Background: an optimization exercise with open tools, aiming at small area, a short achievable clock period and few clock cycles per item. Do not read the settings as production practice. RTL that was checked went through simulation tests only; none was proved equivalent to the original. Function not checked in runs 3 to 5: the RTL went through the layout flow alone.

## flow/config.mk

```make
export PLATFORM = sky130hd
export DESIGN_NAME = sfl_rs_dec
export DESIGN_NICKNAME = sfl_rs_dec
export VERILOG_FILES = /design/flow/design.v
export SDC_FILE = /design/flow/constraint.sdc
export NUM_CORES = 4
export LEC_CHECK = 0
export CAP_MARGIN = 20
export CORE_MARGIN = 2
export CORE_UTILIZATION = 50
export PLACE_DENSITY = 0.65
export SETUP_SLACK_MARGIN = 5
export SLEW_MARGIN = 20
export SYNTH_MEMORY_MAX_BITS = 16384
```

## flow/constraint.sdc

```tcl
create_clock -name core_clock -period 10.0 [get_ports {clk}]
set_input_delay 2.0000 -clock core_clock [delete_from_list [all_inputs] [get_ports {clk}]]
set_output_delay 2.0000 -clock core_clock [all_outputs]
set_load 0.01 [all_outputs]
```

## flow/design.v

```verilog
module sfl_gf_inv (
    input  wire       clk,
    input  wire [9:0] num,
    input  wire [9:0] den,
    output reg  [9:0] quo
);
    localparam [99:0] TO_C = 100'h257a12ae427b295f90c1ce001;
    localparam [99:0] FR_C = 100'h843cb0d8333b30d8e13a98c01;
    function [9:0] lin;
        input [9:0]  a;
        input [99:0] m;
        reg   [9:0]  p;
        integer i;
        begin
            p = 10'd0;
            for (i = 0; i < 10; i = i + 1)
                if (a[i])
                    p = p ^ m[i*10 +: 10];
            lin = p;
        end
    endfunction
    function [4:0] gf32_mul;
        input [4:0] a;
        input [4:0] b;
        reg   [4:0] p;
        reg   [4:0] x;
        integer i;
        begin
            p = 5'd0;
            x = a;
            for (i = 0; i < 5; i = i + 1) begin
                if (b[i])
                    p = p ^ x;
                x = {x[3:0], 1'b0} ^ (x[4] ? 5'h05 : 5'h00);
            end
            gf32_mul = p;
        end
    endfunction
    localparam [159:0] INV32 = 160'hdd263fd5512a35ee8b0b699e78649663ae9e4820;
    function [4:0] gf32_inv;
        input [4:0] a;
        reg   [4:0] y;
        integer k;
        begin
            y = 5'd0;
            for (k = 1; k < 32; k = k + 1)
                y = y | ({5{a == k}} & INV32[k*5 +: 5]);
            gf32_inv = y;
        end
    endfunction
    reg  [9:0] n1, d1;
    reg  [4:0] q1;
    wire [9:0] dc = lin(den, TO_C);
    always @(posedge clk) begin
        n1 <= lin(num, TO_C);
        d1 <= dc;
        q1 <= gf32_mul(dc[4:0], dc[4:0]) ^ gf32_mul(dc[4:0], dc[9:5]) ^ gf32_mul(dc[9:5], dc[9:5]);
    end
    reg  [9:0] n2, i2;
    wire [4:0] qi = gf32_inv(q1);
    always @(posedge clk) begin
        n2 <= n1;
        i2 <= {gf32_mul(d1[9:5], qi), gf32_mul(d1[4:0] ^ d1[9:5], qi)};
    end
    wire [4:0] hh = gf32_mul(n2[9:5], i2[9:5]);
    wire [4:0] ll = gf32_mul(n2[4:0], i2[4:0]);
    wire [4:0] mm = gf32_mul(n2[9:5] ^ n2[4:0], i2[9:5] ^ i2[4:0]);
    always @(posedge clk)
        quo <= lin({mm ^ ll, hh ^ ll}, FR_C);
endmodule
module sfl_rs_dec (
    input  wire       clk,
    input  wire       rst,
    input  wire       in_valid,
    output reg        in_ready,
    input  wire [9:0] in_sym,
    input  wire       in_short,
    output reg        err_valid,
    output reg  [9:0] err_pos,
    output wire [9:0] err_val,
    output reg        done,
    output reg        fail,
    output reg  [4:0] nerr
);
    localparam NSYN = 30;
    function [9:0] gf_mul;
        input [9:0] a;
        input [9:0] b;
        reg   [9:0] p;
        reg   [9:0] x;
        integer i;
        begin
            p = 10'd0;
            x = a;
            for (i = 0; i < 10; i = i + 1) begin
                if (b[i])
                    p = p ^ x;
                x = {x[8:0], 1'b0} ^ (x[9] ? 10'h009 : 10'h000);
            end
            gf_mul = p;
        end
    endfunction
    function [9:0] gf_pow;
        input integer e;
        reg   [9:0] p;
        integer i;
        begin
            p = 10'd1;
            for (i = 0; i < e; i = i + 1)
                p = {p[8:0], 1'b0} ^ (p[9] ? 10'h009 : 10'h000);
            gf_pow = p;
        end
    endfunction
    function [9:0] gf_sq;
        input [9:0] a;
        reg   [9:0] p;
        integer i;
        begin
            p = 10'd0;
            for (i = 0; i < 10; i = i + 1)
                if (a[i])
                    p = p ^ gf_pow(2 * i);
            gf_sq = p;
        end
    endfunction
    integer j;
    genvar g;
    reg  [9:0] S [0:NSYN-1];
    reg  [9:0] rcnt;             
    reg        rfirst;           
    reg        r_short;          
    reg        sfull;            
    wire       accept   = in_valid & in_ready;
    wire       cur_sh   = rfirst ? in_short : r_short;
    wire       r_last   = (rcnt == (cur_sh ? 10'd230 : 10'd543));
    wire       last_acc = accept & r_last;
    reg        sI, sD, sDA, sF, sU, sO, sOA, sW;
    wire       kes_idle = sI;
    wire       xfer     = sfull & kes_idle;
    wire [9:0] syn_next [0:NSYN-1];
    generate
        for (g = 0; g < NSYN; g = g + 1) begin : g_syn
            localparam [9:0] AJ = gf_pow(g);
            assign syn_next[g] = (rfirst ? 10'd0 : gf_mul(S[g], AJ)) ^ in_sym;
        end
    endgenerate
    always @(posedge clk) begin
        if (accept)
            for (j = 0; j < NSYN; j = j + 1)
                S[j] <= syn_next[j];
    end
    reg [299:0] s_flat;
    always @(*) for (j = 0; j < NSYN; j = j + 1) s_flat[j*10 +: 10] = S[j];
    wire szero = ~|s_flat;
    reg  [9:0] sc  [0:NSYN-1];   
    reg  [9:0] lam [0:15];       
    reg  [9:0] bs  [0:15];       
    reg  [9:0] opa_r [0:3];      
    reg  [9:0] posr [0:3];       
    reg  [9:0] mul_r [0:3];      
    reg  [9:0] acc;              
    reg  [9:0] betr;             
    reg  [9:0] f;                
    reg  [9:0] carry;
    reg  [9:0] ch_a, ch_x;       
    reg  [3:0] ch_k;             
    reg  [4:0] L;
    reg  [4:0] kr;               
    reg  [1:0] kc;               
    reg        chg;
    reg        k_short;
    wire       ring_turn = sD | sU | sO;
    wire [4:0] kw = kr - 5'd1;   
    wire [9:0] mul_out [0:3];
    wire [9:0] lam_new [0:3];
    wire [9:0] xsel    [0:3];
    wire [9:0] bs_new  [0:3];
    generate
        for (g = 0; g < 4; g = g + 1) begin : g_lane
            assign mul_out[g] = gf_mul(opa_r[g], posr[g]);
            assign lam_new[g] = sU ? (lam[g] ^ mul_out[g]) : lam[g];
            assign xsel[g]    = chg ? lam[g] : bs[g];
            wire [9:0] xprev  = (g == 0) ? carry : xsel[(g == 0) ? 0 : g - 1];
            wire [9:0] om_wr  = (sO && (kr != 5'd0) && (kc == kw[3:2]) && (kw[1:0] == g)) ? f : bs[g];
            assign bs_new[g]  = sU ? xprev : om_wr;
        end
    endgenerate
    wire [9:0] msum = mul_r[0] ^ mul_r[1] ^ mul_r[2] ^ mul_r[3];
    wire [9:0] dsum = msum ^ (((sD | sO) && kc == 2'd1) ? 10'd0 : acc);
    wire pre_lam4 = ((sD | sO) && kc != 2'd3) || (sU && kc == 2'd3);
    wire pre_bs4  = sU && kc != 2'd3;
    wire pre_sc   = ((sD | sO) && kc != 2'd3) || (sU && kc == 2'd3) || sOA;
    wire [1:0] pre_g = (sU | sOA) ? 2'd0 : kc + 2'd1;
    wire       in_chain = (ch_k != 4'd0);
    wire [9:0] sm_a = sF ? acc : gf_sq(ch_x);
    wire [9:0] sm_b = sF ? gf_sq(betr) : ch_a;
    wire [9:0] smul = gf_mul(sm_a, sm_b);
    wire       chg_n = (acc != 10'd0) && ({L, 1'b0} <= {1'b0, kr});
    wire       chien_busy;
    wire       handoff = sW & ~chien_busy;
    always @(posedge clk) begin
        if (rst) begin
            {sI, sD, sDA, sF, sU, sO, sOA, sW} <= 8'b1000_0000;
            ch_k <= 4'd0;
        end else begin
            if (!sF && in_chain) begin
                ch_x <= smul;
                ch_k <= ch_k - 4'd1;
                if (ch_k == 4'd1)
                    betr <= smul;
            end
            if (sI && xfer) begin
                L       <= 5'd0;
                kr      <= 5'd0;
                kc      <= 2'd0;
                betr    <= 10'd1;
                k_short <= r_short;
                sI      <= 1'b0;
                if (szero) sW <= 1'b1;
                else       sD <= 1'b1;
            end
            if (sD) begin
                kc <= kc + 2'd1;
                if (kc == 2'd3) begin
                    sD  <= 1'b0;
                    sDA <= 1'b1;
                end
            end
            if (sDA) begin
                sDA <= 1'b0;
                sF  <= 1'b1;
            end
            if (sF) begin
                f     <= smul;
                carry <= 10'd0;
                chg   <= chg_n;
                if (chg_n) begin
                    L    <= kr + 5'd1 - L;
                    ch_a <= acc;
                    ch_x <= acc;
                    ch_k <= 4'd8;
                end
                sF <= 1'b0;
                sU <= 1'b1;
            end
            if (sU) begin
                carry <= xsel[3];
                kc    <= kc + 2'd1;
                if (kc == 2'd3) begin
                    sU <= 1'b0;
                    if (kr == 5'd29) begin
                        kr <= 5'd0;
                        sO <= 1'b1;
                    end else begin
                        kr <= kr + 5'd1;
                        sD <= 1'b1;
                    end
                end
            end
            if (sO) begin
                kc <= kc + 2'd1;
                if (kc == 2'd3) begin
                    sO  <= 1'b0;
                    sOA <= 1'b1;
                end
            end
            if (sOA) begin
                f   <= dsum;
                kr  <= kr + 5'd1;
                sOA <= 1'b0;
                if (kr == 5'd15) sW <= 1'b1;
                else             sO <= 1'b1;
            end
            if (handoff) begin
                sW <= 1'b0;
                sI <= 1'b1;
            end
        end
    end
    always @(posedge clk) begin
        if (sD | sO)
            for (j = 0; j < 4; j = j + 1)
                mul_r[j] <= mul_out[j];
        if (((sD | sO) && kc != 2'd0) || sDA || sOA)
            acc <= dsum;
        if (sI && xfer) begin
            for (j = 0; j < 4; j = j + 1) begin
                posr[j]  <= S[(NSYN - j) % NSYN];
                opa_r[j] <= (j == 0) ? 10'd1 : 10'd0;
            end
        end else begin
            if (pre_sc)
                for (j = 0; j < 4; j = j + 1)
                    posr[j] <= sc[{pre_g, 2'b00} + j];
            else if (sF)
                for (j = 0; j < 4; j = j + 1)
                    posr[j] <= smul;
            if (pre_lam4)
                for (j = 0; j < 4; j = j + 1)
                    opa_r[j] <= lam[4+j];
            else if (sOA)
                for (j = 0; j < 4; j = j + 1)
                    opa_r[j] <= lam[j];
            else if (sF)
                for (j = 0; j < 4; j = j + 1)
                    opa_r[j] <= bs[j];
            else if (pre_bs4)
                for (j = 0; j < 4; j = j + 1)
                    opa_r[j] <= bs[4+j];
        end
        if (sI && xfer) begin
            for (j = 0; j < 16; j = j + 1) begin
                lam[j] <= (j == 0) ? 10'd1 : 10'd0;
                bs[j]  <= (j == 1) ? 10'd1 : 10'd0;
            end
            for (j = 0; j < NSYN; j = j + 1)
                sc[j] <= S[(NSYN - j) % NSYN];
        end else begin
            if (ring_turn) begin
                for (j = 0; j < 12; j = j + 1) begin
                    lam[j] <= lam[j+4];
                    bs[j]  <= bs[j+4];
                end
                for (j = 0; j < 4; j = j + 1) begin
                    lam[12+j] <= lam_new[j];
                    bs[12+j]  <= bs_new[j];
                end
            end
            if ((sD | sO) && kc == 2'd3) begin
                sc[0] <= sc[NSYN-1];
                for (j = 1; j < NSYN; j = j + 1)
                    sc[j] <= (sD && kr == 5'd29 && j < 16) ? 10'd0 : sc[j-1];
            end
        end
    end
    wire sfull_next    = last_acc | (sfull & ~xfer);
    wire kes_idle_next = (kes_idle & ~xfer) | handoff;
    always @(posedge clk) begin
        if (rst) begin
            rcnt     <= 10'd0;
            rfirst   <= 1'b1;
            sfull    <= 1'b0;
            in_ready <= 1'b1;
        end else begin
            sfull    <= sfull_next;
            in_ready <= ~sfull_next | kes_idle_next;
            if (accept) begin
                if (rfirst)
                    r_short <= in_short;
                if (r_last) begin
                    rcnt   <= 10'd0;
                    rfirst <= 1'b1;
                end else begin
                    rcnt   <= rcnt + 10'd1;
                    rfirst <= 1'b0;
                end
            end
        end
    end
    reg  [9:0] R [0:15];
    reg  [9:0] Q [1:15];
    reg        c_act;            
    reg  [9:0] c_pos;            
    reg        b_act;
    reg  [9:0] b_pos;
    reg  [9:0] b_ls, b_od, b_os;
    reg  [4:0] c_rem;            
    reg  [4:0] c_L;
    reg        c_bad;            
    assign chien_busy = c_act | b_act;
    reg [9:0] lsum, osum, odd;
    always @(*) begin
        odd  = 10'd0;
        lsum = 10'd0;
        osum = 10'd0;
        for (j = 0; j < 16; j = j + 1) begin
            lsum = lsum ^ R[j];
            if (j % 2 == 0)
                odd = odd ^ R[j];
        end
        for (j = 1; j < 16; j = j + 1)
            osum = osum ^ Q[j];
    end
    always @(posedge clk)
        if (handoff)
            R[0] <= lam[15];
    generate
        for (g = 1; g < 16; g = g + 1) begin : g_rq
            localparam [9:0] AK = gf_pow(g);
            always @(posedge clk) begin
                R[g] <= handoff ? ((g == 15) ? 10'd1 : lam[15-g]) : gf_mul(R[g], AK);
                Q[g] <= handoff ? bs[15-g] : gf_mul(Q[g], AK);
            end
        end
    endgenerate
    wire hit  = b_act & (b_ls == 10'd0) & ~c_bad;
    wire c_ok = (c_rem == 5'd0) | (hit & (c_rem == 5'd1));
    wire term = b_act & (c_ok | (b_pos == 10'd0) | c_bad);
    reg        h2, d2, f2;
    reg  [9:0] p2, o2, q2;
    reg  [4:0] n2;
    reg        h3, d3, f3;
    reg  [9:0] p3;
    reg  [4:0] n3;
    reg        h4, d4, f4;
    reg  [9:0] p4;
    reg  [4:0] n4;
    sfl_gf_inv u_div (.clk(clk), .num(o2), .den(q2), .quo(err_val));
    always @(posedge clk) begin
        if (rst) begin
            c_act     <= 1'b0;
            b_act     <= 1'b0;
            h2        <= 1'b0;
            d2        <= 1'b0;
            h3        <= 1'b0;
            d3        <= 1'b0;
            h4        <= 1'b0;
            d4        <= 1'b0;
            err_valid <= 1'b0;
            done      <= 1'b0;
        end else begin
            if (handoff) begin
                c_act <= 1'b1;
                c_pos <= k_short ? 10'd230 : 10'd543;
                c_rem <= L;
                c_L   <= L;
                c_bad <= (L > 5'd15);
            end else begin
                c_pos <= c_pos - 10'd1;
                if (hit)
                    c_rem <= c_rem - 5'd1;
                if (term)
                    c_act <= 1'b0;
            end
            b_act <= c_act & ~term;
            h2 <= hit;
            d2 <= term;
            h3 <= h2;
            d3 <= d2;
            h4 <= h3;
            d4 <= d3;
            err_valid <= h4;
            done      <= d4;
        end
        b_pos <= c_pos;
        b_ls  <= lsum;
        b_od  <= odd;
        b_os  <= osum;
        f2 <= ~c_ok;
        n2 <= c_L;
        p2 <= b_pos;
        o2 <= b_os;
        q2 <= b_od;
        f3 <= f2;
        n3 <= n2;
        p3 <= p2;
        f4 <= f3;
        n4 <= n3;
        p4 <= p3;
        fail    <= f4;
        nerr    <= n4;
        err_pos <= p4;
    end
endmodule
```

## flow/run.sh

```bash
#!/bin/bash
# synth_recipe.tcl (not shown) runs the flow's synth.tcl, then flattens the netlist and writes it again
# the make line also repeats each setting of config.mk as NAME=value (left out here)
make -C /OpenROAD-flow-scripts/flow DESIGN_CONFIG=/design/flow/config.mk WORK_HOME=/design/flow/orfs CLKGATE_MAP_FILE= SYNTH_SCRIPT=/design/flow/synth_recipe.tcl finish
```

==> results of run 1 <==
==> state kept, by name, indices dropped and copies added, names as in the netlist, 40 cells and up <==
signal	flops
R	160
S	300
opa_r	40
mul_r	40
Q	150
posr	40
sc	300
bs	160
lam	160
==> layout by cell type (no fill, tap or decap), types with 27 or more instances in the layout <==
| cell | synthesis | routed |
|---|---|---|
| o22ai_1 | 64 | 64 |
| nand4_1 | 27 | 27 |
| nor2b_1 | 41 | 41 |
| nor3_1 | 37 | 37 |
| o211ai_1 | 57 | 57 |
| mux2i_1 | 130 | 128 |
| mux2_2 | 111 | 111 |
| clkbuf_1 | 594 | 43 |
| inv_1 | 68 | 65 |
| xor2_1 | 598 | 598 |
| nor4_1 | 85 | 84 |
| nand2_1 | 2006 | 2001 |
| dfxtp_1 | 874 | 870 |
| nor2_1 | 770 | 767 |
| clkbuf_16 | 0 | 179 |
| a211o_1 | 42 | 42 |
| xnor3_1 | 36 | 36 |
| nand2b_1 | 113 | 113 |
| clkinv_2 | 0 | 31 |
| clkdlybuf4s50_1 | 0 | 32 |
| edfxtp_1 | 786 | 786 |
| nand3_1 | 61 | 61 |
| a21oi_1 | 494 | 491 |
| a31oi_1 | 32 | 32 |
| a2bb2oi_1 | 39 | 39 |
| o21ai_0 | 291 | 291 |
| ha_1 | 30 | 30 |
| a22o_1 | 144 | 144 |
| buf_4 | 3 | 67 |
| xnor2_1 | 1236 | 1236 |
==> worst paths after layout <==
check                    endpoint  cells after the start
max          posr[0][6]$_DFFE_PP_                      9
min reg2reg   u_div.n2[4]$_DFF_P_                      0
min           u_div.n2[4]$_DFF_P_                      0
max reg2reg  posr[0][6]$_DFFE_PP_                      9
==> critical path, cell delays in order, from the launching register on <==
cell and delay [ns]:
dfxtp_4 0.63, buf_4 0.84, mux2i_2 0.74, nor2_1 0.13, xor2_1 0.24, xnor2_1 0.15
xnor3_1 0.43, xnor2_1 0.64, nand2_1 0.28, a31oi_1 0.25
==> kinds of logic (layout without fill, tap and decap cells) <==
kind of cell | count (synthesis) | after routing | synth area share [%]
compound gates | 1328 | 1328 | 9.671
xor+xnor | 1895 | 1895 | 20.26
fa+ha+maj | 31 | 31 | 0.4609
buf+inv | 739 | 519 | 3.321
flops | 1660 | 1660 | 47.91
mux | 261 | 261 | 3.287
other cells | 0 | 3 | 0
simple gates | 3192 | 3192 | 15.09
==> through the flow <==
stage | hold slack, ns | setup slack (ns) | util (%)
floorplan | 0.3096 | 2.726 | -
global placement | 0.3110 | 4.999 | 50.98
detailed placement | 0.3121 | 4.962 | 50.99
CTS | 0.3172 | 5.514 | 54.47
global route | 0.3281 | 5.289 | 54.49
finish | 0.3194 | 5.483 | 54.50
==> routing by layer <==
layer	wire length, µm	part of all wire, %	vias to the layer above
li1	-	-	29560
met4	9143	3.6	2
met2	117000	46	2672
met3	20110	7.8	418
met5	13	0.0051	-
met1	110600	43	30960
==> layout make-up <==
class / instances / area share [%]
sequential: 1660 / 44.12
inverter: 74 / 0.3156
multi-input combinational: 6707 / 45.05
clock inverter: 86 / 1.113
tap: 2233 / 2.998
clock buffer: 242 / 5.276
antenna: 3 / 0.008057
timing repair buffer: 117 / 1.117
==> run notes, run 1 <==
* Status: timing/DRC/antenna clean
* # setup viols final at 0
* Boundary Pins at 43
* Synthesized flop and latch total at 1660
* Inst Count DP at 10790
* Final wirelength at 256800 µm
* Average routed wire per standard cell at 23.09 µm
* Final number of hold-violating endpoints at 0
* Fill count at 15150
* Largest net degree at the start of global routing at 225
* Syn Area/Cell at 9.421 µm²
* Synth top area share at 27.51%
* FP Rows at 152
* Met1 Use GR at 40.65%
* Gpl congestion at 0.9318
* CP Max Fanout at 51
* Setup TNS at 0 ns
* # resized after CTS at 0
* Final #Nets at 8782
* Register area share after synthesis at 47.91%
* CTS tree: done
* Root Buffer: clkbuf_16
* CTS max path bufs at 3
* Tcrit/Tclk final at 45.17%
* Crit Path Category: reg2reg
* Dpl cell area at 87180 µm²
* Worst-path clk slew at 0.06 ns
* Area of the core at 171000 µm²
* Initial DRC count at 8114
* Tightest Pin Transition at 1.311 ns
* Register area at 41110 µm²
* Reg-to-Reg Start: sF$_SDFF_PP0_
* Hold_buf cts at 0
* Vias after detailed routing at 63620
* Area delta synth->final at 8.612%
* Post-synth top cells: nand2_1 (2006), xnor2_1 (1236), dfxtp_1 (874)
* Fin area at 93180 µm²
* RSZ-0062 raised after global routing: false
* Worst relative slew slack at 12.58%
* GRT Resource Usage Total at 28.84%
* Syn nets at 9151
* Met3 usage at 4.243%
* Clock Skew at 0.03325 ns
* Clock Latency Late Sink at 0.86 ns
* Crit path launch: sF$_SDFF_PP0_
* Proportion of layout cells with a drive suffix above 1 at 6.077%
* Grt total ovfl at 0
* Port bufs at 42
* Initial Util at 50.18%
* Post-CTS setup buffers at 0
* Number of max-cap violations at 0
* Critical Path Source Type: flip-flop
* Die width at 418.2 µm
* Footprint of the multi-input gates at 41980 µm²
* 1st-pass router iterations at 6
* Required time worst endpoint at 10.67 ns
* Post-synth EDFFs at 786
* Primary FF master, synth: dfxtp_1
* Worst Hold Launch: u_div.n1[4]$_DFF_P_
* Die H at 418.2 µm
* First-pass GRT wire length at 384800 µm
* CP Capture Type: flip-flop
* Crit path time final at 4.517 ns
* Total CTS buffers at 177
* Finished Layout Cells at 11120
* Synthesized instance count at 9106
* Hpwl dp at 173100 µm
* Initial antenna violation count at 3
* Synthesized area at 85790 µm²
* ANT nets after route at 0
* Crit path DAT at 5.19 ns
* Met2 GRT Util at 45.18%
* Ys async rst share at 0%
* Yosys top cell by area: edfxtp_1
* R2r setup slk at 5.48 ns
* Highest Clock Rate at 0.2214 GHz
* Min-delay worst type: reg2reg
* GRT busiest layer: met2
* DRC Markers at 0
* Synth warn at 11
* DR vias/cell at 5.720
* Count of cell types in the netlist at 88
* Most frequent cell after synthesis: nand2_1
* Num Clock Sinks at 1660
* Vias in the first global route at 60120
* Fin. max-slew vios at 0
* Ranking of synthesized cells by area: edfxtp_1 (28%), dfxtp_1 (20%), xnor2_1 (13%)
* H-Tree Depth at 4
* Die area at 174900 µm²
Testbench counts, summed over its fixed seeds: cycles 105,296, codewords 192.
==> inputs of run 2 (changes only) <==
--- a/flow/config.mk
+++ b/flow/config.mk
@@ -6,9 +6,9 @@
 export NUM_CORES = 4
 export LEC_CHECK = 0
-export CAP_MARGIN = 20
+export CAP_MARGIN = 40
 export CORE_MARGIN = 2
-export CORE_UTILIZATION = 50
-export PLACE_DENSITY = 0.65
+export CORE_UTILIZATION = 30
+export PLACE_DENSITY = 0.5
 export SETUP_SLACK_MARGIN = 5
-export SLEW_MARGIN = 20
+export SLEW_MARGIN = 30
 export SYNTH_MEMORY_MAX_BITS = 16384
==> run 2 against run 1 <==
Compared with the run above: still clean on timing, DRC and antenna; design area is 3.3% higher; worst hold slack worse by 0.015 ns; clock-buffer cell count is 21 higher; largest cell class unchanged.
==> run notes, run 2 <==
* Synthesized area at 85790 µm² (unchanged)
* Worst-path clk slew at 0.06 ns (about the same)
* Post-route setup slack at 6.047 ns (+0.5637 ns)
* Tightest Pin Transition at 0.9859 ns (-0.3254 ns)
* Delay-heaviest family, CP: XOR/XNOR gates
* Hold_buf cts at 0 (unchanged)
* Commonest non-fill, non-tap cell in the layout: nand2_1
* Total CTS buffers at 192 (+8.5%)
* Most frequent cell after synthesis: nand2_1
* H-Tree Depth at 4 (unchanged)
* Final number of hold-violating endpoints at 0 (unchanged)
* Crit Path Category: reg2reg
* Yosys top cell by area: edfxtp_1
* Grt total ovfl at 0 (unchanged)
* Crit path DAT at 4.60 ns (-0.59 ns)
* Synth top area share at 27.51% (unchanged)
* Highest Clock Rate at 0.2529 GHz (+14%)
* Primary FF master, synth: dfxtp_1
* WHS at 0.3045 ns (-0.01491 ns)
* Die width at 538.8 µm (+29%)
* WHS Path Cells at 0 (unchanged)
* Syn Area/Cell at 9.421 µm² (unchanged)
* Crit-path max cell delay at 0.73 ns (-0.11 ns)
* Final #Nets at 8855 (+0.83%)
* Commonest non-fill, non-tap cells in the layout: nand2_1 (2001), xnor2_1 (1232), dfxtp_1 (870), edfxtp_1 (786), nor2_1 (767)
* Synthesized flop and latch total at 1660 (unchanged)
* CP Depth at 8 (-1)
* CP Capture Type: flip-flop
* Initial DRC count at 5975 (-26%)
* Post-synth EDFFs at 786 (unchanged)
* Register area share after synthesis at 47.91% (unchanged)
* Die area at 290300 µm² (+66%)
* Number of max-cap violations at 0 (unchanged)
* DR vias/cell at 4.973 (-13%)
* GRT Resource Usage Total at 18.42% (-10 points)
* Worst slack, placed at 5.464 ns (+0.5019 ns)
* Gpl congestion at 0.8930 (-4.2%)
* CP most frequent cell: xnor3_1
* R2r setup slk at 6.05 ns (+0.56 ns)
* Required time worst endpoint at 10.65 ns (-0.02 ns)
* Reg-to-Reg Start: sF$_SDFF_PP0_
* Proportion of layout cells with a drive suffix above 1 at 6.731% (+0.65 points)
* CTS max path bufs at 4 (+1)
* Largest net degree at the start of global routing at 207 (-8.0%)
* CP Max Fanout at 37 (-27%)
* DRC Markers at 0 (unchanged)
* Min-delay worst type: reg2reg
* Critical Path Source Type: flip-flop
* Average routed wire per standard cell at 21.73 µm (-5.9%)
* Vias after detailed routing at 63280 (-0.54%)
* Area delta synth->final at 12.20%
* Area of the core at 284700 µm² (+67%)
* Clock Latency Late Sink at 0.90 ns (+0.04 ns)
* Setup TNS at 0 ns (unchanged)
* Count of cell types in the netlist at 88 (unchanged)
* Initial Util at 30.13% (-20 points)
* CP Cell Sequence: inv_4 > mux2i_1 > nor2_1 > xnor3_1 > xnor3_1 > xnor2_1 > nand2_1 > a31oi_1
* Fill count at 28920 (+91%)
* Syn nets at 9151 (unchanged)
* Synth warn at 11 (unchanged)
* Worst Hold Launch: b_od[2]$_DFF_P_
* RSZ-0062 raised after global routing: false
* Initial antenna violation count at 9 (+6)
* Crit path launch: sF$_SDFF_PP0_
* Boundary Pins at 43 (unchanged)
* Die H at 538.8 µm (+29%)
* Root Buffer: clkbuf_16
* Tcrit/Tclk final at 39.53% (-5.6 points)
* # setup viols final at 0 (unchanged)
* FP Rows at 196 (+29%)
* Worst relative slew slack at 34.27% (+22 points)
* R2R depth at 8 (-1)
* Vias in the first global route at 61230 (+1.8%)
* CP max-delay cell: dfxtp_4
* Final wirelength at 276500 µm (+7.7%)
* Biggest registers after layout: S: 300 flops, sc: 300 flops
* Post-synth top cells: nand2_1 (2006), xnor2_1 (1236), dfxtp_1 (874)
* # resized after CTS at 0 (unchanged)
* Fin. max-slew vios at 0 (unchanged)
* Clock Skew at 0.1208 ns (+0.08754 ns)
* Crit path time final at 3.953 ns (-0.5637 ns)
* Ys async rst share at 0% (unchanged)
* First-pass GRT wire length at 409600 µm (+6.4%)
* WP buf/inv at 1 (unchanged)
* Status: timing/DRC/antenna clean
* CTS tree: done
* 1st-pass router iterations at 6 (unchanged)
* ANT nets after route at 0 (unchanged)
* Port bufs at 42 (unchanged)
* Post-CTS setup buffers at 0 (unchanged)
* Num Clock Sinks at 1660 (unchanged)
* Synthesized instance count at 9106 (unchanged)
* Ranking of synthesized cells by area: edfxtp_1 (28%), dfxtp_1 (20%), xnor2_1 (13%)
* Hpwl dp at 189900 µm (+9.7%)
==> run 2: cell counts after synthesis <==
Identical to the previous run, type by type.
==> run 2: final timing paths <==
| path | to |
|---|---|
| setup / recovery | posr[0][1]$_DFFE_PP_ |
| hold / removal | q2[2]$_DFF_P_ |
| setup reg to reg | posr[0][1]$_DFFE_PP_ |
| hold reg to reg | q2[2]$_DFF_P_ |
==> run 2: final cells by class <==
| type | instances | area [µm²] | share of cell area (%) |
|---|---|---|---|
| multi-input cells | 6707 | 42000 | 43.64 |
| flip-flops and latches | 1660 | 41110 | 42.71 |
| clock buffers | 263 | 5378 | 5.587 |
| well taps | 3762 | 4707 | 4.890 |
| repair buffers | 175 | 2051 | 2.131 |
| clock inverters | 79 | 698.2 | 0.7253 |
| inverters | 74 | 294.0 | 0.3055 |
| diodes | 3 | 7.507 | 0.007799 |
==> run 2: layer usage <==
metal / global-route usage (%) / wire length [µm] / part of all wire [%]
met5: 0 / 13 / 0.0047
met4: 6.142 / 9445 / 3.4
met3: 2.393 / 17030 / 6.2
met2: 29.08 / 124700 / 45
met1: 25.84 / 125300 / 45
==> run 2: per-stage QoR <==
step / util [%] / instances / instance area [µm²]
2_1_floorplan: - / 9106 / 85830
3_3_place_gp: 31.31 / 12330 / 89140
3_5_place_dp: 31.54 / 12360 / 89800
4_1_cts: 33.67 / 12700 / 95870
5_1_grt: 33.80 / 12720 / 96250
6_report: 33.81 / 12720 / 96250
==> run 2: logic make-up (layout without fill, tap and decap cells) <==
group / count (synthesis) / in the layout / synth area share, %
DFF: 1660 / 1660 / 47.91
muxes: 261 / 261 / 3.287
AOI/OAI and AO/OA: 1328 / 1328 / 9.671
xor gates and xnor gates: 1895 / 1895 / 20.26
buffers and inverters: 739 / 591 / 3.321
adders and majority gates: 31 / 31 / 0.4609
other: 0 / 3 / 0
and+or+nand+nor: 3192 / 3192 / 15.09
==> inputs of run 3 (changes only) <==
--- a/flow/design.v
+++ b/flow/design.v
@@ -135,5 +135,5 @@
     wire       r_last   = (rcnt == (cur_sh ? 10'd230 : 10'd543));
     wire       last_acc = accept & r_last;
-    reg        sI, sD, sDA, sF, sU, sO, sOA, sW;
+    reg        sI, sD, sF, sU, sO, sW;
     wire       kes_idle = sI;
     wire       xfer     = sfull & kes_idle;
@@ -158,10 +158,9 @@
     reg  [9:0] opa_r [0:3];      
     reg  [9:0] posr [0:3];       
-    reg  [9:0] mul_r [0:3];      
     reg  [9:0] acc;              
     reg  [9:0] betr;             
     reg  [9:0] f;                
     reg  [9:0] carry;
-    reg  [9:0] ch_a, ch_x;       
+    reg  [9:0] sa_r, sb_r;       
     reg  [3:0] ch_k;             
     reg  [4:0] L;
@@ -186,24 +185,25 @@
         end
     endgenerate
-    wire [9:0] msum = mul_r[0] ^ mul_r[1] ^ mul_r[2] ^ mul_r[3];
-    wire [9:0] dsum = msum ^ (((sD | sO) && kc == 2'd1) ? 10'd0 : acc);
-    wire pre_lam4 = ((sD | sO) && kc != 2'd3) || (sU && kc == 2'd3);
+    wire [9:0] dsum = mul_out[0] ^ mul_out[1] ^ mul_out[2] ^ mul_out[3] ^ ((kc == 2'd0) ? 10'd0 : acc);
+    wire pre_lam4 = sD ? (kc != 2'd3) : (sO | (sU && kc == 2'd3));
     wire pre_bs4  = sU && kc != 2'd3;
-    wire pre_sc   = ((sD | sO) && kc != 2'd3) || (sU && kc == 2'd3) || sOA;
-    wire [1:0] pre_g = (sU | sOA) ? 2'd0 : kc + 2'd1;
+    wire pre_sc   = ((sD | sO) && kc != 2'd3) || (sU && kc == 2'd3);
+    wire pre_rot  = sO && kc == 2'd3;
+    wire [1:0] pre_g = sU ? 2'd0 : kc + 2'd1;
     wire       in_chain = (ch_k != 4'd0);
-    wire [9:0] sm_a = sF ? acc : gf_sq(ch_x);
-    wire [9:0] sm_b = sF ? gf_sq(betr) : ch_a;
-    wire [9:0] smul = gf_mul(sm_a, sm_b);
-    wire       chg_n = (acc != 10'd0) && ({L, 1'b0} <= {1'b0, kr});
+    wire [9:0] smul     = gf_mul(sa_r, sb_r);
+    wire       chg_n    = (acc != 10'd0) && ({L, 1'b0} <= {1'b0, kr});
     wire       chien_busy;
-    wire       handoff = sW & ~chien_busy;
+    reg        ld;               
+    wire       ld_start = sW & ~chien_busy & ~ld;
     always @(posedge clk) begin
         if (rst) begin
-            {sI, sD, sDA, sF, sU, sO, sOA, sW} <= 8'b1000_0000;
+            {sI, sD, sF, sU, sO, sW} <= 6'b100000;
             ch_k <= 4'd0;
+            ld   <= 1'b0;
         end else begin
+            ld <= ld_start;
             if (!sF && in_chain) begin
-                ch_x <= smul;
+                sa_r <= gf_sq(smul);
                 ch_k <= ch_k - 4'd1;
                 if (ch_k == 4'd1)
@@ -221,14 +221,13 @@
             end
             if (sD) begin
-                kc <= kc + 2'd1;
+                acc <= dsum;
+                kc  <= kc + 2'd1;
                 if (kc == 2'd3) begin
-                    sD  <= 1'b0;
-                    sDA <= 1'b1;
+                    sa_r <= dsum;
+                    sb_r <= gf_sq((ch_k == 4'd1) ? smul : betr);
+                    sD   <= 1'b0;
+                    sF   <= 1'b1;
                 end
             end
-            if (sDA) begin
-                sDA <= 1'b0;
-                sF  <= 1'b1;
-            end
             if (sF) begin
                 f     <= smul;
@@ -237,6 +236,6 @@
                 if (chg_n) begin
                     L    <= kr + 5'd1 - L;
-                    ch_a <= acc;
-                    ch_x <= acc;
+                    sa_r <= gf_sq(acc);
+                    sb_r <= acc;
                     ch_k <= 4'd8;
                 end
@@ -259,18 +258,16 @@
             end
             if (sO) begin
-                kc <= kc + 2'd1;
+                acc <= dsum;
+                kc  <= kc + 2'd1;
                 if (kc == 2'd3) begin
-                    sO  <= 1'b0;
-                    sOA <= 1'b1;
+                    f  <= dsum;
+                    kr <= kr + 5'd1;
+                    if (kr == 5'd15) begin
+                        sO <= 1'b0;
+                        sW <= 1'b1;
+                    end
                 end
             end
-            if (sOA) begin
-                f   <= dsum;
-                kr  <= kr + 5'd1;
-                sOA <= 1'b0;
-                if (kr == 5'd15) sW <= 1'b1;
-                else             sO <= 1'b1;
-            end
-            if (handoff) begin
+            if (ld) begin
                 sW <= 1'b0;
                 sI <= 1'b1;
@@ -279,9 +276,4 @@
     end
     always @(posedge clk) begin
-        if (sD | sO)
-            for (j = 0; j < 4; j = j + 1)
-                mul_r[j] <= mul_out[j];
-        if (((sD | sO) && kc != 2'd0) || sDA || sOA)
-            acc <= dsum;
         if (sI && xfer) begin
             for (j = 0; j < 4; j = j + 1) begin
@@ -293,4 +285,7 @@
                 for (j = 0; j < 4; j = j + 1)
                     posr[j] <= sc[{pre_g, 2'b00} + j];
+            else if (pre_rot)
+                for (j = 0; j < 4; j = j + 1)
+                    posr[j] <= sc[(j + NSYN - 1) % NSYN];
             else if (sF)
                 for (j = 0; j < 4; j = j + 1)
@@ -299,7 +294,4 @@
                 for (j = 0; j < 4; j = j + 1)
                     opa_r[j] <= lam[4+j];
-            else if (sOA)
-                for (j = 0; j < 4; j = j + 1)
-                    opa_r[j] <= lam[j];
             else if (sF)
                 for (j = 0; j < 4; j = j + 1)
@@ -335,5 +327,5 @@
     end
     wire sfull_next    = last_acc | (sfull & ~xfer);
-    wire kes_idle_next = (kes_idle & ~xfer) | handoff;
+    wire kes_idle_next = (kes_idle & ~xfer) | ld;
     always @(posedge clk) begin
         if (rst) begin
@@ -362,11 +354,8 @@
     reg        c_act;            
     reg  [9:0] c_pos;            
-    reg        b_act;
-    reg  [9:0] b_pos;
-    reg  [9:0] b_ls, b_od, b_os;
     reg  [4:0] c_rem;            
     reg  [4:0] c_L;
     reg        c_bad;            
-    assign chien_busy = c_act | b_act;
+    assign chien_busy = c_act;
     reg [9:0] lsum, osum, odd;
     always @(*) begin
@@ -383,5 +372,5 @@
     end
     always @(posedge clk)
-        if (handoff)
+        if (ld)
             R[0] <= lam[15];
     generate
@@ -389,12 +378,12 @@
             localparam [9:0] AK = gf_pow(g);
             always @(posedge clk) begin
-                R[g] <= handoff ? ((g == 15) ? 10'd1 : lam[15-g]) : gf_mul(R[g], AK);
-                Q[g] <= handoff ? bs[15-g] : gf_mul(Q[g], AK);
+                R[g] <= ld ? ((g == 15) ? 10'd1 : lam[15-g]) : gf_mul(R[g], AK);
+                Q[g] <= ld ? bs[15-g] : gf_mul(Q[g], AK);
             end
         end
     endgenerate
-    wire hit  = b_act & (b_ls == 10'd0) & ~c_bad;
+    wire hit  = c_act & (lsum == 10'd0) & ~c_bad;
     wire c_ok = (c_rem == 5'd0) | (hit & (c_rem == 5'd1));
-    wire term = b_act & (c_ok | (b_pos == 10'd0) | c_bad);
+    wire term = c_act & (c_ok | (c_pos == 10'd0) | c_bad);
     reg        h2, d2, f2;
     reg  [9:0] p2, o2, q2;
@@ -410,5 +399,4 @@
         if (rst) begin
             c_act     <= 1'b0;
-            b_act     <= 1'b0;
             h2        <= 1'b0;
             d2        <= 1'b0;
@@ -420,5 +408,5 @@
             done      <= 1'b0;
         end else begin
-            if (handoff) begin
+            if (ld) begin
                 c_act <= 1'b1;
                 c_pos <= k_short ? 10'd230 : 10'd543;
@@ -433,5 +421,4 @@
                     c_act <= 1'b0;
             end
-            b_act <= c_act & ~term;
             h2 <= hit;
             d2 <= term;
@@ -443,13 +430,9 @@
             done      <= d4;
         end
-        b_pos <= c_pos;
-        b_ls  <= lsum;
-        b_od  <= odd;
-        b_os  <= osum;
         f2 <= ~c_ok;
         n2 <= c_L;
-        p2 <= b_pos;
-        o2 <= b_os;
-        q2 <= b_od;
+        p2 <= c_pos;
+        o2 <= osum;
+        q2 <= odd;
         f3 <= f2;
         n3 <= n2;
==> run 3 against run 2 <==
Compared with the run above: synthesized cell count fell by 4.8%; non-clock buffer count is 29 lower; register-to-register slack lost 0.39 ns; utilization is essentially flat; critical endpoint is now sc[10][7]$_DFFE_PP_; clock-buffer cell count down 16; cell count down 4.3%; sequential cell count fell by 82; routed wire length shrank 4.1%.
==> run notes, run 3 <==
* Status: timing/DRC/antenna clean
* Proportion of layout cells with a drive suffix above 1 at 7.260% (+0.53 points)
* GRT Resource Usage Total at 18.37% (-0.050 points)
* Die width at 529.7 µm (-1.7%)
* Primary FF master, synth: dfxtp_1
* ANT nets after route at 0 (unchanged)
* Post-synth top cells: nand2_1 (1821), xnor2_1 (1227), dfxtp_1 (832)
* Biggest registers after layout: S: 300 flops, sc: 300 flops
* Inst Count DP at 11820 (-4.3%)
* Final wirelength at 265200 µm (-4.1%)
* Synthesized instance count at 8669 (-4.8%)
* Final Core Density at 33.78% (about the same)
* Crit path time final at 4.344 ns (+0.3902 ns)
* Clock Latency Late Sink at 0.86 ns (-0.04 ns)
* Tcrit/Tclk final at 43.44% (+3.9 points)
* Commonest non-fill, non-tap cells in the layout: nand2_1 (1818), xnor2_1 (1227), dfxtp_1 (828), edfxtp_1 (746), xor2_1 (607)
* Synth warn at 10 (-1)
* Worst-path clk slew at 0.06 ns (about the same)
* Final number of hold-violating endpoints at 0 (unchanged)
* Synth top area share at 27.02% (-0.49 points)
* Area of the core at 274300 µm² (-3.6%)
* Yosys top cell by area: edfxtp_1
* Hpwl dp at 184400 µm (-2.9%)
* Critical Path Source Type: flip-flop
* Boundary Pins at 43 (unchanged)
* Syn nets at 8713 (-4.8%)
* DR vias/cell at 4.991 (+0.36%)
* Num Clock Sinks at 1578 (-4.9%)
* Finished Layout Cells at 12180 (-4.3%)
* XOR/XNOR Fraction of Synth Area at 21.09% (+0.83 points)
* Initial antenna violation count at 4 (-5)
* RSZ-0062 raised after global routing: false
* Syn Area/Cell at 9.563 µm² (+1.5%)
* 1st-pass router iterations at 8 (+2)
* Hold_buf cts at 0 (unchanged)
* H-Tree Depth at 4 (unchanged)
* Simple-gate share of the synthesized area at 13.62% (-1.5 points)
* Total CTS buffers at 185 (-3.6%)
* Worst slack, placed at 5.170 ns (-0.2942 ns)
* # setup viols final at 0 (unchanged)
* Fin. max-slew vios at 0 (unchanged)
* Fin area at 92680 µm² (-3.7%)
* Die H at 529.7 µm (-1.7%)
* Average routed wire per standard cell at 21.79 µm (+0.25%)
* Vias after detailed routing at 60770 (-4.0%)
* Synthesized flop and latch total at 1578 (-4.9%)
* CP Max Fanout at 94 (+150%)
* Crit Path Category: reg2reg
* Tightest Pin Transition at 1.041 ns (+0.05500 ns)
* Vias in the first global route at 57890 (-5.5%)
* CP Capture Type: flip-flop
* Initial Util at 30.22% (+0.086 points)
* Port bufs at 42 (unchanged)
* Ys async rst share at 0% (unchanged)
* Min-delay worst type: reg2reg
* Area delta synth->final at 11.80%
* FP Rows at 192 (-2.0%)
* Post-CTS setup buffers at 0 (unchanged)
* Worst relative slew slack at 30.61% (-3.7 points)
* Post-synth EDFFs at 746 (-5.1%)
* Fill count at 28050 (-3.0%)
* Post-synthesis mux area share at 3.914% (+0.63 points)
* Compound-Gate Fraction of Synth Area at 10.31% (+0.64 points)
* Largest net degree at the start of global routing at 216 (+4.3%)
* Die area at 280600 µm² (-3.3%)
* Commonest non-fill, non-tap cell in the layout: nand2_1
* Register area share after synthesis at 47.11% (-0.79 points)
* Initial DRC count at 6631 (+11%)
* Root Buffer: clkbuf_16
* Number of max-cap violations at 0 (unchanged)
* Adder-cell share of the synthesized area at 0.4618% (+0.00097 points)
* Ranking of synthesized cells by area: edfxtp_1 (27%), dfxtp_1 (20%), xnor2_1 (13%)
* Highest Clock Rate at 0.2302 GHz (-9.0%)
* Post-route setup slack at 5.656 ns (-0.3902 ns)
* Gpl congestion at 0.8935 (about the same)
* First-pass GRT wire length at 391700 µm (-4.4%)
* Largest family of logic cells by synthesized area: XOR/XNOR gates
* Synthesized area at 82900 µm² (-3.4%)
* DRC Markers at 0 (unchanged)
* CTS tree: done
* Setup TNS at 0 ns (unchanged)
* Most frequent cell after synthesis: nand2_1
* CTS max path bufs at 4 (unchanged)
* Required time worst endpoint at 10.44 ns (-0.21 ns)
* # resized after CTS at 0 (unchanged)
* Count of cell types in the netlist at 83 (-5.7%)
* Crit path DAT at 4.78 ns (+0.18 ns)
* Grt total ovfl at 0 (unchanged)
* Dpl cell area at 86490 µm² (-3.7%)
* Clock Skew at 0.08301 ns (-0.03778 ns)
* Final #Nets at 8386 (-5.3%)
run 3: worst paths after layout:
| check | startpoint | to | slack [ns] | cells past startpoint |
|---|---|---|---|---|
| worst max-delay path | kc[1]$_DFFE_PP_ | sc[10][7]$_DFFE_PP_ | 5.66 | 6 |
| worst min-delay path | u_div.n1[0]$_DFF_P_ | u_div.n2[0]$_DFF_P_ | 0.33 | 0 |
| worst max register to register | kc[1]$_DFFE_PP_ | sc[10][7]$_DFFE_PP_ | 5.66 | 6 |
| worst min register to register | u_div.n1[0]$_DFF_P_ | u_div.n2[0]$_DFF_P_ | 0.33 | 0 |
run 3: layout make-up:
type | instances | area [µm²] | area share [%]
Inverter | 75 | 285.3 | 0.3078
Tap cell | 3686 | 4612 | 4.976
Clock inverter | 83 | 753.2 | 0.8127
Multi-Input combinational cell | 6356 | 41090 | 44.34
Sequential cell | 1578 | 39070 | 42.16
Timing Repair Buffer | 146 | 1770 | 1.910
Antenna cell | 4 | 10.01 | 0.01080
Clock buffer | 247 | 5089 | 5.491
run 3: metrics by stage:
stage	hold slack (ns)
after floorplan	0.3096
after global placement	0.3117
after detailed placement	0.3121
after CTS	0.3259
after global routing	0.3321
final	0.3258
run 3: cells by family after synthesis:
kind of cell | after synthesis
xor gates and xnor gates | 1902
AOI/OAI and AO/OA | 1354
and+or+nand+nor | 2766
DFF | 1578
muxes | 304
buffers and inverters | 735
adders and majority gates | 30
run 3: metal layers:
metal / GRT usage [%] / vias up / routed length, µm
li1: - / 28490 / -
met1: 26.33 / 29860 / 123000
met2: 28.35 / 2004 / 117500
met3: 2.079 / 413 / 14590
met4: 6.559 / 2 / 10120
met5: 0 / - / 13
run 3: critical path, cell delays in order (launching register included):
cell	delay [ns]
edfxtp_1	0.41
ha_1	0.46
nand2_1	0.58
nand3_4	0.63
buf_4	0.77
buf_12	0.42
buf_16	0.42
==> inputs of run 4 (changes only) <==
--- a/flow/config.mk
+++ b/flow/config.mk
@@ -6,9 +6,9 @@
 export NUM_CORES = 4
 export LEC_CHECK = 0
-export CAP_MARGIN = 40
+export CAP_MARGIN = 10
 export CORE_MARGIN = 2
 export CORE_UTILIZATION = 30
 export PLACE_DENSITY = 0.5
 export SETUP_SLACK_MARGIN = 5
-export SLEW_MARGIN = 30
+export SLEW_MARGIN = 10
 export SYNTH_MEMORY_MAX_BITS = 16384
==> run 4 against run 3 <==
Compared with the run above: critical path depth shrank 1; first-iteration DRC count shrank 2.6%; clock skew shrank 0.010 ns; still clean on timing, DRC and antenna; synthesized cell count is the same; die area is the same.
==> run notes, run 4 <==
* Finished Layout Cells at 12120 (-0.42%)
* ANT nets after route at 0 (unchanged)
* Inst Count DP at 11800 (-0.22%)
* Status: timing/DRC/antenna clean
* Crit path DAT at 4.68 ns (-0.10 ns)
* Crit Path Category: in2reg
* Die H at 529.7 µm (unchanged)
* CTS tree: done
* Final number of hold-violating endpoints at 0 (unchanged)
* Synth top area share at 27.02% (unchanged)
* Die area at 280600 µm² (unchanged)
* Syn Area/Cell at 9.563 µm² (unchanged)
* Num Clock Sinks at 1578 (unchanged)
* Commonest non-fill, non-tap cells in the layout: nand2_1 (1818), xnor2_1 (1227), dfxtp_1 (828), edfxtp_1 (746), xor2_1 (607)
* Crit-path max cell delay at 0.94 ns (+0.17 ns)
* Boundary Pins at 43 (unchanged)
* Area of the core at 274300 µm² (unchanged)
* GRT Resource Usage Total at 18.38% (about the same)
* R2r setup slk at 5.75 ns (+0.09 ns)
* Worst-path clk slew at 0.06 ns (about the same)
* Yosys top cell by area: edfxtp_1
* Hold_buf cts at 0 (unchanged)
* Average routed wire per standard cell at 21.90 µm (+0.50%)
* Area delta synth->final at 10.82%
* Min-delay worst type: reg2reg
* Tightest Pin Transition at 1.347 ns (+0.3063 ns)
* Initial Util at 30.22% (unchanged)
* Hpwl dp at 182300 µm (-1.1%)
* Initial antenna violation count at 2 (-2)
* Ys async rst share at 0% (unchanged)
* Primary FF master, synth: dfxtp_1
* Critical Path Source Type: input port
* Count of cell types in the netlist at 83 (unchanged)
* Initial DRC count at 6456 (-2.6%)
* CP Max Fanout at 162 (+72%)
* Post-synth top cells: nand2_1 (1821), xnor2_1 (1227), dfxtp_1 (832)
* CP Capture Type: flip-flop
* DRC Markers at 0 (unchanged)
* Proportion of layout cells with a drive suffix above 1 at 6.816% (-0.44 points)
* Highest Clock Rate at 0.2346 GHz (+1.9%)
* DR vias/cell at 4.992 (about the same)
* Syn nets at 8713 (unchanged)
* Commonest non-fill, non-tap cell in the layout: nand2_1
* Fill count at 28090 (+0.13%)
* Grt total ovfl at 0 (unchanged)
* Required time worst endpoint at 10.42 ns (-0.02 ns)
* Synth warn at 10 (unchanged)
* # resized after CTS at 0 (unchanged)
* Final wirelength at 265500 µm (about the same)
* CTS max path bufs at 4 (unchanged)
* Gpl congestion at 0.8935 (unchanged)
* Most frequent cell after synthesis: nand2_1
* Clock Latency Late Sink at 0.86 ns (about the same)
* Worst relative slew slack at 9.358% (-21 points)
* Vias after detailed routing at 60530 (-0.40%)
* Delay-heaviest family, CP: buffers and inverters
* FP Rows at 192 (unchanged)
* Crit path time final at 4.262 ns (-0.08198 ns)
* Clock Skew at 0.07288 ns (-0.01013 ns)
* Post-synth EDFFs at 746 (unchanged)
* Synthesized instance count at 8669 (unchanged)
* Largest net degree at the start of global routing at 216 (unchanged)
* Vias in the first global route at 57650 (-0.41%)
* Tcrit/Tclk final at 42.62% (-0.82 points)
* Setup TNS at 0 ns (unchanged)
* Die width at 529.7 µm (unchanged)
* 1st-pass router iterations at 6 (-2)
* # setup viols final at 0 (unchanged)
* H-Tree Depth at 4 (unchanged)
* Port bufs at 42 (unchanged)
* Number of max-cap violations at 0 (unchanged)
* Post-CTS setup buffers at 0 (unchanged)
* First-pass GRT wire length at 392000 µm (about the same)
* Total CTS buffers at 186 (+0.54%)
* Synthesized flop and latch total at 1578 (unchanged)
* CP Cell Sequence: clkdlybuf4s50_1 > nand2_8 > clkinvlp_4 > buf_12 > buf_4
* WP buf/inv at 4 (+1)
* Fin. max-slew vios at 0 (unchanged)
* Ranking of synthesized cells by area: edfxtp_1 (27%), dfxtp_1 (20%), xnor2_1 (13%)
* Root Buffer: clkbuf_16
* CP max-delay cell: buf_4
* Register area share after synthesis at 47.11% (unchanged)
* RSZ-0062 raised after global routing: false
* Final #Nets at 8344 (-0.50%)
* Synthesized area at 82900 µm² (unchanged)
* Biggest registers after layout: S: 300 flops, sc: 300 flops
* WHS at 0.3253 ns (-0.0005200 ns)
[run 4: cell counts after synthesis]
Identical to the previous run, type by type.
[run 4: cell families (layout without fill, tap and decap cells)]
kind of cell | count (synthesis) | count (layout) | synth area share, %
xor gates and xnor gates | 1902 | 1902 | 21.09
other | 0 | 2 | 0
adders and majority gates | 30 | 30 | 0.4618
DFF | 1578 | 1578 | 47.11
muxes | 304 | 304 | 3.914
buffers and inverters | 735 | 502 | 3.503
AOI/OAI and AO/OA | 1354 | 1354 | 10.31
and+or+nand+nor | 2766 | 2766 | 13.62
[run 4: final timing paths]
check	to	depth (start not counted)	start
hold reg to reg	u_div.n2[6]$_DFF_P_	0	u_div.n1[6]$_DFF_P_
setup reg to reg	sc[10][6]$_DFFE_PP_	5	kc[1]$_DFFE_PP_
hold / removal	u_div.n2[6]$_DFF_P_	0	u_div.n1[6]$_DFF_P_
setup / recovery	S[25][9]$_DFFE_PP_	5	in_valid
[run 4: cell type report]
cell class	instances	area [µm²]	area share, %
Timing Repair Buffer	103	923.4	1.005
Antenna cell	2	5.005	0.005448
Multi-Input combinational cell	6356	41070	44.70
Tap cell	3686	4612	5.020
Clock buffer	248	5194	5.653
Sequential cell	1578	39070	42.53
Clock inverter	76	715.7	0.7790
Inverter	75	285.3	0.3105
[run 4: stage by stage]
stage	util [%]	instance area (µm²)	worst slack (ns)
floorplan	-	82930	2.726
global placement	31.33	85950	4.965
detailed placement	31.33	85960	4.963
CTS	33.49	91870	5.822
global route	33.49	91870	5.502
finish	33.49	91870	5.738
[run 4: per-layer routing]
layer  vias up  share of wire [%]  GRT usage, %
met5         -                  0             0
met4         0                3.9         6.778
met3       419                5.7         2.106
met2      1983                 44         28.23
met1     29730                 46         26.36
li1      28400                  -             -
==> inputs of run 5 (changes only) <==
--- a/flow/design.v
+++ b/flow/design.v
@@ -131,4 +131,7 @@
     reg        r_short;          
     reg        sfull;            
+    reg        s_short;          
+    reg  [9:0] sym_r;            
+    reg        v_r, f_r, l_r, sh_r;
     wire       accept   = in_valid & in_ready;
     wire       cur_sh   = rfirst ? in_short : r_short;
@@ -137,16 +140,22 @@
     reg        sI, sD, sF, sU, sO, sW;
     wire       kes_idle = sI;
-    wire       xfer     = sfull & kes_idle;
+    reg        xfer;             
     wire [9:0] syn_next [0:NSYN-1];
     generate
         for (g = 0; g < NSYN; g = g + 1) begin : g_syn
             localparam [9:0] AJ = gf_pow(g);
-            assign syn_next[g] = (rfirst ? 10'd0 : gf_mul(S[g], AJ)) ^ in_sym;
+            assign syn_next[g] = (f_r ? 10'd0 : gf_mul(S[g], AJ)) ^ sym_r;
         end
     endgenerate
     always @(posedge clk) begin
-        if (accept)
+        sym_r <= in_sym;
+        f_r   <= rfirst;
+        l_r   <= r_last;
+        sh_r  <= cur_sh;
+        if (v_r)
             for (j = 0; j < NSYN; j = j + 1)
                 S[j] <= syn_next[j];
+        if (v_r & l_r)
+            s_short <= sh_r;
     end
     reg [299:0] s_flat;
@@ -169,4 +178,5 @@
     reg        chg;
     reg        k_short;
+    reg        sc_rot, sc_clr;   
     wire       ring_turn = sD | sU | sO;
     wire [4:0] kw = kr - 5'd1;   
@@ -196,12 +206,17 @@
     wire       chien_busy;
     reg        ld;               
-    wire       ld_start = sW & ~chien_busy & ~ld;
+    wire       c_drain;          
+    wire       ld_start = sW & ~chien_busy & ~c_drain & ~ld;
     always @(posedge clk) begin
         if (rst) begin
             {sI, sD, sF, sU, sO, sW} <= 6'b100000;
-            ch_k <= 4'd0;
-            ld   <= 1'b0;
+            ch_k   <= 4'd0;
+            ld     <= 1'b0;
+            sc_rot <= 1'b0;
+            sc_clr <= 1'b0;
         end else begin
-            ld <= ld_start;
+            ld     <= ld_start;
+            sc_rot <= (sD | sO) && kc == 2'd2;
+            sc_clr <= sD && kc == 2'd2 && kr == 5'd29;
             if (!sF && in_chain) begin
                 sa_r <= gf_sq(smul);
@@ -215,5 +230,5 @@
                 kc      <= 2'd0;
                 betr    <= 10'd1;
-                k_short <= r_short;
+                k_short <= s_short;
                 sI      <= 1'b0;
                 if (szero) sW <= 1'b1;
@@ -319,13 +334,17 @@
                 end
             end
-            if ((sD | sO) && kc == 2'd3) begin
+            if (sc_rot) begin
                 sc[0] <= sc[NSYN-1];
                 for (j = 1; j < NSYN; j = j + 1)
-                    sc[j] <= (sD && kr == 5'd29 && j < 16) ? 10'd0 : sc[j-1];
+                    sc[j] <= (sc_clr && j < 16) ? 10'd0 : sc[j-1];
             end
         end
     end
-    wire sfull_next    = last_acc | (sfull & ~xfer);
-    wire kes_idle_next = (kes_idle & ~xfer) | ld;
+    wire sfull_n  = (v_r & l_r) | (sfull & ~xfer);       
+    wire sI_n     = (sI & ~xfer) | ld;
+    wire xfer_n   = sfull_n & sI_n;
+    wire sfull_nn = last_acc | (sfull_n & ~xfer_n);      
+    wire sI_nn    = (sI_n & ~xfer_n) | ld_start;
+    wire rfirst_n = accept ? r_last : rfirst;
     always @(posedge clk) begin
         if (rst) begin
@@ -333,8 +352,12 @@
             rfirst   <= 1'b1;
             sfull    <= 1'b0;
+            xfer     <= 1'b0;
+            v_r      <= 1'b0;
             in_ready <= 1'b1;
         end else begin
-            sfull    <= sfull_next;
-            in_ready <= ~sfull_next | kes_idle_next;
+            v_r      <= accept;
+            sfull    <= sfull_n;
+            xfer     <= xfer_n;
+            in_ready <= ~rfirst_n | ~(sfull_nn & ~sI_nn);
             if (accept) begin
                 if (rfirst)
@@ -386,14 +409,8 @@
     wire c_ok = (c_rem == 5'd0) | (hit & (c_rem == 5'd1));
     wire term = c_act & (c_ok | (c_pos == 10'd0) | c_bad);
-    reg        h2, d2, f2;
-    reg  [9:0] p2, o2, q2;
-    reg  [4:0] n2;
-    reg        h3, d3, f3;
-    reg  [9:0] p3;
-    reg  [4:0] n3;
-    reg        h4, d4, f4;
-    reg  [9:0] p4;
-    reg  [4:0] n4;
-    sfl_gf_inv u_div (.clk(clk), .num(o2), .den(q2), .quo(err_val));
+    reg  c_fail;
+    reg        h2, d2, h3, d3;
+    assign c_drain = d2 | d3;
+    sfl_gf_inv u_div (.clk(clk), .num(osum), .den(odd), .quo(err_val));
     always @(posedge clk) begin
         if (rst) begin
@@ -403,6 +420,4 @@
             h3        <= 1'b0;
             d3        <= 1'b0;
-            h4        <= 1'b0;
-            d4        <= 1'b0;
             err_valid <= 1'b0;
             done      <= 1'b0;
@@ -418,6 +433,8 @@
                 if (hit)
                     c_rem <= c_rem - 5'd1;
-                if (term)
-                    c_act <= 1'b0;
+                if (term) begin
+                    c_act  <= 1'b0;
+                    c_fail <= ~c_ok;
+                end
             end
             h2 <= hit;
@@ -425,23 +442,10 @@
             h3 <= h2;
             d3 <= d2;
-            h4 <= h3;
-            d4 <= d3;
-            err_valid <= h4;
-            done      <= d4;
+            err_valid <= h3;
+            done      <= d3;
         end
-        f2 <= ~c_ok;
-        n2 <= c_L;
-        p2 <= c_pos;
-        o2 <= osum;
-        q2 <= odd;
-        f3 <= f2;
-        n3 <= n2;
-        p3 <= p2;
-        f4 <= f3;
-        n4 <= n3;
-        p4 <= p3;
-        fail    <= f4;
-        nerr    <= n4;
-        err_pos <= p4;
+        fail    <= c_fail;
+        nerr    <= c_L;
+        err_pos <= c_pos + 10'd2;
     end
 endmodule
--- a/flow/config.mk
+++ b/flow/config.mk
@@ -6,9 +6,9 @@
 export NUM_CORES = 4
 export LEC_CHECK = 0
-export CAP_MARGIN = 10
+export CAP_MARGIN = 40
 export CORE_MARGIN = 2
 export CORE_UTILIZATION = 30
 export PLACE_DENSITY = 0.5
 export SETUP_SLACK_MARGIN = 5
-export SLEW_MARGIN = 10
+export SLEW_MARGIN = 30
 export SYNTH_MEMORY_MAX_BITS = 16384
==> run 5 against run 4 <==
Compared with the run above: register-to-register slack improved by 0.05 ns; routed wire length increased by 4.6%; non-clock buffer count increased by 72.
==> run notes, run 5 <==
* Total CTS buffers at 164 (-12%)
* Area delta synth->final at 11.73%
* Tcrit/Tclk final at 42.05% (-0.57 points)
* Vias after detailed routing at 62340 (+3.0%)
* Post-CTS setup buffers at 0 (unchanged)
* Num Clock Sinks at 1527 (-3.2%)
* Die area at 279300 µm² (-0.43%)
* Gpl congestion at 0.9031 (+1.1%)
* Synthesized instance count at 8980 (+3.6%)
* Required time worst endpoint at 10.75 ns (+0.33 ns)
* Clock Skew at 0.05471 ns (-0.01816 ns)
* Hpwl dp at 194800 µm (+6.9%)
* Die H at 528.5 µm (-0.22%)
* GRT Resource Usage Total at 19.33% (+0.96 points)
* CP max-delay cell: xnor3_1
* Area of the core at 273600 µm² (-0.26%)
* Critical Path Source Type: flip-flop
* Crit path DAT at 4.96 ns (+0.28 ns)
* # resized after CTS at 0 (unchanged)
* Status: timing/DRC/antenna clean
* Tightest Pin Transition at 1.077 ns (-0.2698 ns)
* Largest net degree at the start of global routing at 193 (-11%)
* Post-route setup slack at 5.795 ns (+0.05704 ns)
* Final wirelength at 277600 µm (+4.6%)
* Initial antenna violation count at 1 (-1)
* Hold_buf cts at 0 (unchanged)
* Synth warn at 10 (unchanged)
* Primary FF master, synth: dfxtp_1
* Synthesized area at 82540 µm² (-0.43%)
* WP buf/inv at 1 (-3)
* Post-synth EDFFs at 748 (+0.27%)
* Final number of hold-violating endpoints at 0 (unchanged)
* Post-synth top cells: nand2_1 (2029), xnor2_1 (1265), dfxtp_1 (779)
* 1st-pass router iterations at 6 (unchanged)
* Highest Clock Rate at 0.2378 GHz (+1.4%)
* Crit-path max cell delay at 0.61 ns (-0.33 ns)
* Yosys top cell by area: edfxtp_1
* DR vias/cell at 5.032 (+0.80%)
* Proportion of layout cells with a drive suffix above 1 at 6.537% (-0.28 points)
* DRC Markers at 0 (unchanged)
* Setup TNS at 0 ns (unchanged)
* Initial DRC count at 6430 (-0.40%)
* Die width at 528.5 µm (-0.22%)
* Final #Nets at 8703 (+4.3%)
* Ranking of synthesized cells by area: edfxtp_1 (27%), dfxtp_1 (19%), xnor2_1 (13%)
* Synth top area share at 27.21% (+0.19 points)
* Clock Latency Late Sink at 0.85 ns (about the same)
* Worst relative slew slack at 28.17% (+19 points)
* Final Core Density at 33.70% (+0.22 points)
* H-Tree Depth at 4 (unchanged)
* CP Cell Sequence: xor2_1 > xnor2_1 > xnor2_2 > xnor3_1 > xor2_1 > xnor2_1 > inv_1 > ha_1 > xor2_1 > mux2i_1 > xnor2_1 > xnor2_1 > xnor2_1
* Fin. max-slew vios at 0 (unchanged)
* Most frequent cell after synthesis: nand2_1
* Worst slack, placed at 5.429 ns (+0.4658 ns)
* Count of cell types in the netlist at 71 (-14%)
* Worst-path clk slew at 0.07 ns (about the same)
* ANT nets after route at 0 (unchanged)
* Vias in the first global route at 60120 (+4.3%)
* Crit Path Category: reg2reg
* Grt total ovfl at 0 (unchanged)
* Crit path time final at 4.205 ns (-0.05704 ns)
* Fill count at 27920 (-0.62%)
* CP Max Fanout at 6 (-96%)
* Biggest registers after layout: S: 300 flops, sc: 300 flops
==> run 5: cell types whose count changed in the layout (fill, tap and decap cells not counted), moves of 28 or more <==
cell | previous run | this run
a22o_1 | 126 | 15
o221ai_1 | 62 | 18
nor2_1 | 550 | 628
dfxtp_1 | 828 | 763
xnor3_1 | 42 | 14
mux2_2 | 161 | 133
nand3b_1 | 7 | 129
nand2_1 | 1818 | 2027
a211oi_1 | 63 | 133
o21ai_0 | 297 | 326
xnor2_1 | 1227 | 1263
==> run 5: cells by family (layout without fill, tap and decap cells) <==
| family | after synthesis | in the layout | synth area share [%] |
|---|---|---|---|
| compound gates | 1292 | 1292 | 9.359 |
| xor+xnor | 1912 | 1912 | 20.74 |
| fa+ha+maj | 33 | 33 | 0.5093 |
| buf+inv | 744 | 560 | 3.394 |
| flops | 1527 | 1527 | 46.11 |
| mux | 297 | 297 | 3.818 |
| other cells | 0 | 3 | 0 |
| simple gates | 3175 | 3175 | 16.08 |
==> run 5: worst paths after layout <==
check	slack (ns)	start	endpoint	cells after the start
setup / recovery	5.80	R[0][7]$_DFFE_PP_	u_div.q1[4]$_DFF_P_	13
setup reg to reg	5.80	R[0][7]$_DFFE_PP_	u_div.q1[4]$_DFF_P_	13
hold / removal	0.32	u_div.n1[3]$_DFF_P_	u_div.n2[3]$_DFF_P_	0
hold reg to reg	0.32	u_div.n1[3]$_DFF_P_	u_div.n2[3]$_DFF_P_	0
==> run 5: stage by stage <==
step | cells | cell area (µm²)
detailed placement | 12070 | 86460
global route | 12390 | 92220
global placement | 12030 | 85740
CTS | 12370 | 91990
floorplan | 8980 | 82540
finish | 12390 | 92220
==> run 5: per-layer routing <==
metal  GRT usage (%)  up-vias  routed length, µm
met1           26.15    30580             122600
li1                -    29340                  -
met3           2.158      388              14960
met5               0        -                  0
met2           31.45     2029             128900
met4           7.527        0              11210
==> run 5: cell type report <==
| cell class | instances | area share (%) |
|---|---|---|
| diodes | 3 | 0.008140 |
| inverters | 79 | 0.3215 |
| clock buffers | 234 | 5.006 |
| clock inverters | 72 | 0.9891 |
| well taps | 3589 | 4.869 |
| repair buffers | 175 | 2.149 |
| multi-input cells | 6709 | 45.34 |
| flip-flops and latches | 1527 | 41.31 |

## re-timing with driven ports
No port has a modelled driver above. Below, the same layouts with a new extraction and two added sets of constraints.
Step 1: set_driving_cell puts a clkbuf_16 on clk and a buf_2 on each other input, an assumption about the parent block.
Step 2, shift: input delay + t, output delay - t, t = (earliest + latest rising clock arrival at the registers) / 2. This alone moves slack from input paths to output paths.
Slacks: no drivers / after step 1 / after step 2; pairs: no drivers / after step 1.
run | t (ns) | setup WS [ns] | worst setup path at the end | slew at the worst register clock pin (ns)
run 1 | 0.926 | 5.483 / 5.483 / 4.964 | input to register | 0.07 / 0.07
run 2 | 0.938 | 6.047 / 6.006 / 5.513 | input to register | 0.07 / 0.07
run 3 | 0.915 | 5.656 / 5.656 / 5.065 | input to register | 0.06 / 0.06
run 4 | 0.916 | 5.738 / 5.750 / 4.880 | input to register | 0.06 / 0.06
run 5 | 0.915 | 5.795 / 5.795 / 5.795 | register to register | 0.07 / 0.07
After both steps every run listed still meets setup and hold. For run 4, which loses most, drivers alone change the setup slack by +0.012 ns; drivers and shift together by -0.858 ns.
